Context: an optimization exercise on an open-source flow, tuned for small area, a short achievable clock period and few clock cycles per item. The choices shown serve that exercise and are no tape-out recipe.
Only the layout flow was run in this run; the RTL was not checked for function there.

<file path="design/flow/design.v">
module aes_sbox (
  input  wire [7:0] a,
  output wire [7:0] y
);
  wire U0=a[7],U1=a[6],U2=a[5],U3=a[4],U4=a[3],U5=a[2],U6=a[1],U7=a[0];
  wire T1=U0^U3, T2=U0^U5, T3=U0^U6, T4=U3^U5, T5=U4^U6, T6=T1^T5, T7=U1^U2;
  wire T8=U7^T6, T9=U7^T7, T10=T6^T7, T11=U1^U5, T12=U2^U5, T13=T3^T4;
  wire T14=T6^T11, T15=T5^T11, T16=T5^T12, T17=T9^T16, T18=U3^U7, T19=T7^T18;
  wire T20=T1^T19, T21=U6^U7, T22=T7^T21, T23=T2^T22, T24=T2^T10, T25=T20^T17;
  wire T26=T3^T16, T27=T1^T12;
  wire M1=T13&T6, M2=T23&T8, M3=T14^M1, M4=T19&U7, M5=M4^M1, M6=T3&T16;
  wire M7=T22&T9, M8=T26^M6, M9=T20&T17, M10=M9^M6, M11=T1&T15, M12=T4&T27;
  wire M13=M12^M11, M14=T2&T10, M15=M14^M11, M16=M3^M2, M17=M5^T24, M18=M8^M7;
  wire M19=M10^M15, M20=M16^M13, M21=M17^M15, M22=M18^M13, M23=M19^T25;
  wire M24=M22^M23, M25=M22&M20, M26=M21^M25, M27=M20^M21, M28=M23^M25;
  wire M29=M28&M27, M30=M26&M24, M31=M20&M23, M32=M27&M31, M33=M27^M25;
  wire M34=M21&M22, M35=M24&M34, M36=M24^M25, M37=M21^M29, M38=M32^M33;
  wire M39=M23^M30, M40=M35^M36, M41=M38^M40, M42=M37^M39, M43=M37^M38;
  wire M44=M39^M40, M45=M42^M41;
  wire M46=M44&T6, M47=M40&T8, M48=M39&U7, M49=M43&T16, M50=M38&T9, M51=M37&T17;
  wire M52=M42&T15, M53=M45&T27, M54=M41&T10, M55=M44&T13, M56=M40&T23, M57=M39&T19;
  wire M58=M43&T3, M59=M38&T22, M60=M37&T20, M61=M42&T1, M62=M45&T4, M63=M41&T2;
  wire L0=M61^M62, L1=M50^M56, L2=M46^M48, L3=M47^M55, L4=M54^M58, L5=M49^M61;
  wire L6=M62^L5, L7=M46^L3, L8=M51^M59, L9=M52^M53, L10=M53^L4, L11=M60^L2;
  wire L12=M48^M51, L13=M50^L0, L14=M52^M61, L15=M55^L1, L16=M56^L0, L17=M57^L1;
  wire L18=M58^L8, L19=M63^L4, L20=L0^L1, L21=L1^L7, L22=L3^L12, L23=L18^L2;
  wire L24=L15^L9, L25=L6^L10, L26=L7^L9, L27=L8^L10, L28=L11^L14, L29=L11^L17;
  assign y[7]=L6^L24;
  assign y[6]=~(L16^L26);
  assign y[5]=~(L19^L28);
  assign y[4]=L6^L21;
  assign y[3]=L20^L22;
  assign y[2]=L25^L29;
  assign y[1]=~(L13^L27);
  assign y[0]=~(L6^L23);
endmodule
module aes_key_expand (
  input  wire [255:0] w,        
  input  wire [127:0] b,        
  input  wire [1:0]   klen,     
  input  wire [1:0]   ph,       
  input  wire [7:0]   rcon,     
  output wire [255:0] nw,       
  output wire         rc_used   
);
  wire [31:0] W0 = w[255:224], W1 = w[223:192], W2 = w[191:160], W3 = w[159:128];
  wire [31:0] W4 = w[127:96],  W5 = w[95:64],   W6 = w[63:32],    W7 = w[31:0];
  wire nk4 = (klen == 2'd0);
  wire nk6 = (klen == 2'd1);
  wire [31:0] B0 = b[127:96], B1 = b[95:64], B2 = b[63:32], B3 = b[31:0];
  wire mid = nk6 && (ph == 2'd1);    
  wire nos = nk6 && (ph == 2'd2);    
  wire rot = !(klen == 2'd2 && ph[0]);
  assign rc_used = rot && !nos;
  wire [31:0] sin = mid ? (W2 ^ W3 ^ W7) : W7;
  wire [31:0] sub;
  aes_sbox u_s0 (.a(sin[31:24]), .y(sub[31:24]));
  aes_sbox u_s1 (.a(sin[23:16]), .y(sub[23:16]));
  aes_sbox u_s2 (.a(sin[15:8]),  .y(sub[15:8]));
  aes_sbox u_s3 (.a(sin[7:0]),   .y(sub[7:0]));
  wire [31:0] t = rot ? ({sub[23:0], sub[31:24]} ^ {rcon, 24'h000000}) : sub;
  wire [31:0] P0 = B0, P1 = B0 ^ B1, P2 = B0 ^ B1 ^ B2, P3 = B0 ^ B1 ^ B2 ^ B3;
  reg [31:0] N0, N1, N2, N3;
  always @(*) begin
    if (mid) begin
      N0 = P0 ^ W7;  N1 = P1 ^ W7;
      N2 = B2 ^ t;   N3 = B2 ^ B3 ^ t;
    end else if (nos) begin
      N0 = P0 ^ W7;  N1 = P1 ^ W7;  N2 = P2 ^ W7;  N3 = P3 ^ W7;
    end else begin
      N0 = P0 ^ t;   N1 = P1 ^ t;   N2 = P2 ^ t;   N3 = P3 ^ t;
    end
  end
  assign nw = {W4, W5, W6, W7, N0, N1, N2, N3};
endmodule
module aes_round (
  input  wire [127:0] st,
  input  wire [127:0] rk,
  output wire [127:0] y,       
  output wire [127:0] yf       
);
  function [7:0] xt;           
    input [7:0] a;
    xt = {a[6:0], 1'b0} ^ (a[7] ? 8'h1b : 8'h00);
  endfunction
  function [31:0] mix;         
    input [31:0] c;
    reg [7:0] a0, a1, a2, a3, s;
    begin
      a0 = c[31:24]; a1 = c[23:16]; a2 = c[15:8]; a3 = c[7:0];
      s = a0 ^ a1 ^ a2 ^ a3;
      mix[31:24] = a0 ^ s ^ xt(a0 ^ a1);
      mix[23:16] = a1 ^ s ^ xt(a1 ^ a2);
      mix[15:8]  = a2 ^ s ^ xt(a2 ^ a3);
      mix[7:0]   = a3 ^ s ^ xt(a3 ^ a0);
    end
  endfunction
  wire [127:0] sb;
  wire [127:0] sr;
  wire [127:0] mc;
  genvar n;
  generate
    for (n = 0; n < 16; n = n + 1) begin : g_byte
      aes_sbox u_sb (.a(st[127-8*n -: 8]), .y(sb[127-8*n -: 8]));
      assign sr[127-8*n -: 8] = sb[127-8*((n%4) + 4*(((n/4) + (n%4)) % 4)) -: 8];
    end
    for (n = 0; n < 4; n = n + 1) begin : g_col
      assign mc[127-32*n -: 32] = mix(sr[127-32*n -: 32]);
    end
  endgenerate
  assign y  = mc ^ rk;
  assign yf = sr ^ rk;
endmodule
module aes_engine (
  input  wire         clk,
  input  wire         rst,         
  input  wire         key_valid,
  output wire         key_ready,
  input  wire [1:0]   key_len,     
  input  wire [255:0] key,
  input  wire         blk_valid,
  output wire         blk_ready,
  input  wire [127:0] blk_in,
  output reg          out_valid,
  output wire [127:0] out_data
);
  reg [255:0] ckey;        
  reg [1:0]   ckey_len;
  reg         kready;
  reg         running;
  reg         fin;         
  reg         from_key;    
  reg [1:0]   klen;        
  reg [3:0]   round;       
  reg [1:0]   ph;          
  reg [7:0]   rcon;
  reg [255:0] win;         
  reg [127:0] state;
  reg [127:0] res;
  assign key_ready = kready;
  assign blk_ready = from_key;
  wire key_go = key_valid && kready;
  wire blk_go = blk_valid && from_key;
  wire [255:0] kx_w    = from_key ? ckey : win;
  wire [1:0]   kx_len  = from_key ? ckey_len : klen;
  wire [1:0]   kx_ph   = from_key ? 2'd0 : ph;
  wire [7:0]   kx_rcon = from_key ? 8'h01 : rcon;
  function [127:0] first4;
    input [255:0] x;
    input [1:0]   len;
    first4 = (len == 2'd0) ? x[127:0] : (len == 2'd1) ? x[191:64] : x[255:128];
  endfunction
  wire [127:0] rk_run = first4(win, klen);     
  wire [127:0] rk_key = first4(ckey, ckey_len);  
  wire [127:0] kx_rk  = from_key ? rk_key : rk_run;
  wire [255:0] kx_nw;
  wire         kx_rc;
  aes_key_expand u_ks (
    .w       (kx_w),
    .b       (kx_rk),
    .klen    (kx_len),
    .ph      (kx_ph),
    .rcon    (kx_rcon),
    .nw      (kx_nw),
    .rc_used (kx_rc)
  );
  wire [127:0] round_out, final_out;
  aes_round u_round (
    .st (state),
    .rk (rk_run),
    .y  (round_out),
    .yf (final_out)
  );
  wire [1:0] ph_next = (kx_len == 2'd1) ? ((kx_ph == 2'd2) ? 2'd0 : kx_ph + 2'd1) :
                                          {1'b0, ~kx_ph[0]};
  wire [3:0] nr1 = (klen == 2'd0) ? 4'd9 : (klen == 2'd1) ? 4'd11 : 4'd13;
  wire [255:0] key_win = (key_len == 2'd0) ? {key[255:128], key[255:128]} :
                         (key_len == 2'd1) ? {key[255:192], key[255:64]} : key;
  always @(posedge clk) begin
    if (rst) begin
      kready    <= 1'b0;
      running   <= 1'b0;
      from_key  <= 1'b1;
      out_valid <= 1'b0;
    end else begin
      kready    <= 1'b1;
      out_valid <= running && fin;
      if (key_go) begin
        ckey     <= key_win;
        ckey_len <= key_len;
      end
      if (blk_go) begin
        running  <= 1'b1;
        round    <= 4'd1;
        fin      <= 1'b0;
        from_key <= 1'b0;
      end else if (running) begin
        round <= round + 4'd1;
        fin   <= (round == nr1);
        if (fin)
          running <= 1'b0;
        from_key <= fin || (round == nr1);
      end
    end
  end
  always @(posedge clk) begin
    state <= blk_go ? (blk_in ^ rk_key) : round_out;
    res   <= final_out;
    win   <= kx_nw;
    klen  <= kx_len;
    ph    <= ph_next;
    rcon  <= kx_rc ? ({kx_rcon[6:0], 1'b0} ^ (kx_rcon[7] ? 8'h1b : 8'h00)) : kx_rcon;
  end
  assign out_data = res;
endmodule
</file>
<file path="design/flow/run.sh">
#!/bin/bash
# synth_recipe.tcl (not shown) runs the flow's synth.tcl, then flattens the netlist and writes it again
# the make line also repeats each setting of config.mk as NAME=value (left out here)
make -C /OpenROAD-flow-scripts/flow DESIGN_CONFIG=/design/flow/config.mk WORK_HOME=/design/flow/orfs CLKGATE_MAP_FILE= SYNTH_SCRIPT=/design/flow/synth_recipe.tcl finish
</file>
<file path="design/flow/config.mk">
export PLATFORM = sky130hd
export DESIGN_NAME = aes_engine
export DESIGN_NICKNAME = aes_engine
export VERILOG_FILES = /design/flow/design.v
export SDC_FILE = /design/flow/constraint.sdc
export NUM_CORES = 4
export LEC_CHECK = 0
export CAP_MARGIN = 20
export CORE_MARGIN = 2
export CORE_UTILIZATION = 55
export PLACE_DENSITY = 0.65
export SETUP_SLACK_MARGIN = 4
export SLEW_MARGIN = 20
</file>
<file path="design/flow/constraint.sdc">
create_clock -name core_clock -period 10.0 [get_ports {clk}]
set_input_delay 2.0000 -clock core_clock [delete_from_list [all_inputs] [get_ports {clk}]]
set_output_delay 2.0000 -clock core_clock [all_outputs]
set_load 0.01 [all_outputs]
</file>
==> results.txt <==
- The flow ran to the end, but the layout failed its checks.
- In this run the layout check failures are capacitance limit, slew limit.
- After synthesis, flip-flops and latches occupy a little under a quarter of the total area.
- The leading area contributor after synthesis is xnor2_1.
- The number of cells produced by synthesis is between 9000 and 10000.
- The commonest cells after synthesis are 1585 x xnor2_1, 897 x nor2_1, 752 x xor2_1, 743 x a21oi_1, 710 x nand2_1.
- The die outline area is between 0.1 and 0.15 sq mm.
- The final design area excluding fillers is between 0.1 and 0.15 sq mm.
- The synthesized netlist contains approximately 130 unique library cells.
- The height of the chip is roughly 380 microns.
- The layout filler cell count is between 9000 and 10000.
- After detailed routing, the number of vias per cell comes to between 6 and 7.
- Once the floorplan was initialized, standard cells occupied a little under three fifths of the core.
- The hold buffer count at CTS is 0.
- The average wire length per cell after detail routing is 30.52 microns.
- The number of nets produced by synthesis is between 9000 and 10000.
- For the worst-skew pair, the clock arrives at the later sink with an insertion delay of approximately 0.77 ns.
- The transition at the pin with the smallest max-transition slack is 1.604 ns.
- The max-slew violation count is 25.
- Summing all multi-input logic gate instances after layout gives 0.06543 sq mm.
- Setup violations remaining at the end of the flow were counted as 0.
- The clock sink count is about 800.
- The longest clock path from root to sink contains 3 buffers.
- The hold violation total from the final report came to 0.
- The clock arrives with approximately 0.045 ns of skew.
- Synthesis inferred about 800 register bits.
- The total routed wirelength is about 370000 microns.
- The data arrival time of the critical path is 7.01 ns.
- The top layer used by detailed routing is met5.
- The first-pass GRT wire length is approximately 500000 microns.
- The critical path is of the register to register type.
- The worst-case headroom to the max-slew limit is -7.213%.
- The number of placement rows is 137.
- The met2 wirelength from detailed routing is 148300 microns.
- TritonCTS built the clock tree.
- Input and output buffers added on the ports amount to between 500 and 600.
- The met1 routed wirelength after detailed routing is around 130000 microns.
- The clock root buffer is clkbuf_16.
- The total vias in the final route is 80273.
- By area the synthesized netlist is led by xnor2_1 18%, dfxtp_1 14%, edfxtp_1 10%.
- The final net count is 10576.
- For this run, the total global-route usage over all layers was measured as approximately 47%.
- The number of remaining DRC errors is 0.
- On the worst path, the slowest cell contributes a delay of 0.52 ns.
- The smallest clock period supported by the final layout is computed as around 6.4 ns.
- The number of antenna violations at the first check in global routing was 27.
- The required time at the endpoint of the critical path is around 11 ns.
- The commonest register cell after synthesis is dfxtp_1.
- In the final layout, flip-flops and latches occupy 0.01868 sq mm.
- STA classifies the critical path startpoint as a register.
- The instance area at placement is between 0.08 and 0.09 sq mm.
- The number of top-level pins is between 500 and 600.
- The part of the cycle the worst path needs is between 60% and 70%.
- From synthesis to final layout, the design area changed by 32.44%.
- The final antenna-violating net count is 0.
- Summed over all layers, the global routing overflow is 0.
- The min-delay analysis places its worst path in the category register to register.
- The number of global-route vias before repair came to 72039.
- Counting flops with a built-in enable in the synthesized netlist gives around 260.
- For this run, the top clock speed supported by timing is about 160 MHz.
- Setup repair after global routing could not meet its margin everywhere.
- The number of buffers added by the clock tree synthesis step is 90.
- The average size of a mapped cell is 8.445 sq um.
- In this run the horizontal extent of the chip is roughly 380 microns.
- The H-tree depth is 3.
- The fraction of final layout cells with drive strength greater than 1 is about a quarter.
- The accumulated negative setup slack is 0 ns.
- The max-capacitance violation count is 1.
- The detailed-routed wire length on met3 is around 57000 microns.
- The synthesized design devotes to its leading area cell type about 18% of total area.
- The most common cell in the synthesized netlist is xnor2_1.
- Entering global routing, the biggest net connects around 140 pins.
- During synthesis, Yosys emitted a total of 3 warnings.
- Counting stages on the worst path, the most repeated cell is buf_4.
- The clock slew at the register clock pins of the worst setup and hold paths is approximately 0.060 ns.
- The first detailed-routing pass ran for 14 iterations.
- The critical path endpoint category is a register.
- Routability-driven placement finished with a final weighted congestion of 1.082.
- The final HPWL from detailed placement is 262700 microns.
- The core area is around 0.14 sq mm.
- The detailed router finished its first iteration with roughly 13000 violations.
- The total standard cell area after synthesis is around 0.078 sq mm.
- For this run, asynchronously set or reset flops after synthesis account for 0%.
- Among all stages on the critical path, the largest delay is contributed by edfxtp_1.
- The worst-path maximum fanout is 6.
## routing by layer
layer / vias to the layer above / global-route usage [%]
met2: 6349 / 65.75
met5: - / 1.058
met1: 38189 / 58.40
met4: 24 / 31.81
li1: 34085 / -
met3: 1626 / 19.66
## worst paths after layout
path                       start                to  slack (ns)  cells past startpoint
max reg2reg  ckey[145]$_DFFE_PP_   win[58]$_DFF_P_        3.62                     28
max          ckey[145]$_DFFE_PP_   win[58]$_DFF_P_        3.62                     28
min              win[49]$_DFF_P_  win[177]$_DFF_P_        0.50                      1
min reg2reg      win[49]$_DFF_P_  win[177]$_DFF_P_        0.50                      1
## placed cells by master (no fill, tap or decap), types with 54 or more instances in the layout
cell,synthesis,routed
mux2i_4,13,54
nand3_1,107,100
a21oi_1,743,656
buf_6,12,61
o211ai_1,73,73
o21ai_0,548,489
nor2_1,897,848
clkdlybuf4s50_1,0,518
a22oi_1,62,57
xnor2_1,1585,1222
xor2_2,14,99
a21oi_2,7,73
mux2i_1,649,606
xnor2_2,25,266
xor2_4,0,65
buf_4,12,709
xnor2_4,6,128
xor2_1,752,603
mux2_2,193,189
inv_1,134,129
dfxtp_2,0,66
clkbuf_16,0,99
o22ai_1,115,105
dfxtp_1,528,428
edfxtp_1,263,263
nand2_1,710,690
nor3_1,114,99
o21ai_1,43,65
## worst max-delay path, delay by kind of cell (launching register included)
| family | cells | cell delay [ns] |
|---|---|---|
| AO/OA/AOI/OAI | 7 | 1.44 |
| XOR/XNOR | 9 | 2.16 |
| adder cells (fa/ha/maj) | 1 | 0.26 |
| buffers and inverters | 7 | 1.08 |
| flip-flops | 1 | 0.52 |
| multiplexers | 2 | 0.51 |
| AND/OR/NAND/NOR | 2 | 0.28 |
## layout make-up
type	count	share of cell area, %
tap	1876	2.279
timing repair inverter	2	0.02672
sequential	791	18.13
inverter	140	0.5478
antenna	14	0.03401
multi-input combinational	7753	63.52
clock buffer	119	2.477
clock inverter	50	0.4822
timing repair buffer	1364	12.50
## cell families after synthesis
logic type,Yosys count,share of synthesized area (%)
AO/OA/AOI/OAI,2166,17.38
multiplexers,877,11.94
adder cells (fa/ha/maj),60,0.9137
buffers and inverters,671,3.555
flip-flops,791,23.74
XOR/XNOR,2488,30.46
AND/OR/NAND/NOR,2157,12.01
## flip-flops by register name, indices dropped and copies added, names as in the netlist
register   cells
klen           2
ph             2
ckey         256
from_key       1
win          256
ckey_len       2
out_valid      1
running        1
res          128
round          4
state        128
fin            1
kready         1
rcon           8
## metrics by stage
step	cells	utilization, %	setup slack, ns	hold WS, ns
floorplan	9210	-	3.649	0.4449
global placement	11269	61.10	2.072	0.4646
detailed placement	11273	61.13	2.180	0.4660
CTS	11793	69.07	3.925	0.4730
global route	12100	73.63	3.576	0.5098
finish	12109	73.65	3.620	0.4973
## repair_timing
action,CTS,global route
cloned,25,3
setup buffers,326,294
setup endpoints to repair,330,257
gates resized for setup,807,623
pin swaps,194,268

==> re-timing with driven ports <==
The flow's constraints put no driver on any port. The routed layout listed below was extracted and timed again, unchanged, in two steps. Step 1, drivers: a clkbuf_16 drives clk and a buf_2 each remaining input, both assumed. Step 2 times the ports against the registers' clock, not the clock port: input delays grow and output delays shrink by t, the midpoint of the rising clock arrivals with the driver on. a / b / c = no drivers / after step 1 / after step 2; a / b = the first two.
t, ns: 0.828
setup slack, ns: 3.620 / 3.620 / 3.620
worst data-port slew with drivers (ns): 0.14
The setup slack of this run moves by 0.000 ns with the drivers and by 0.000 ns with both steps.
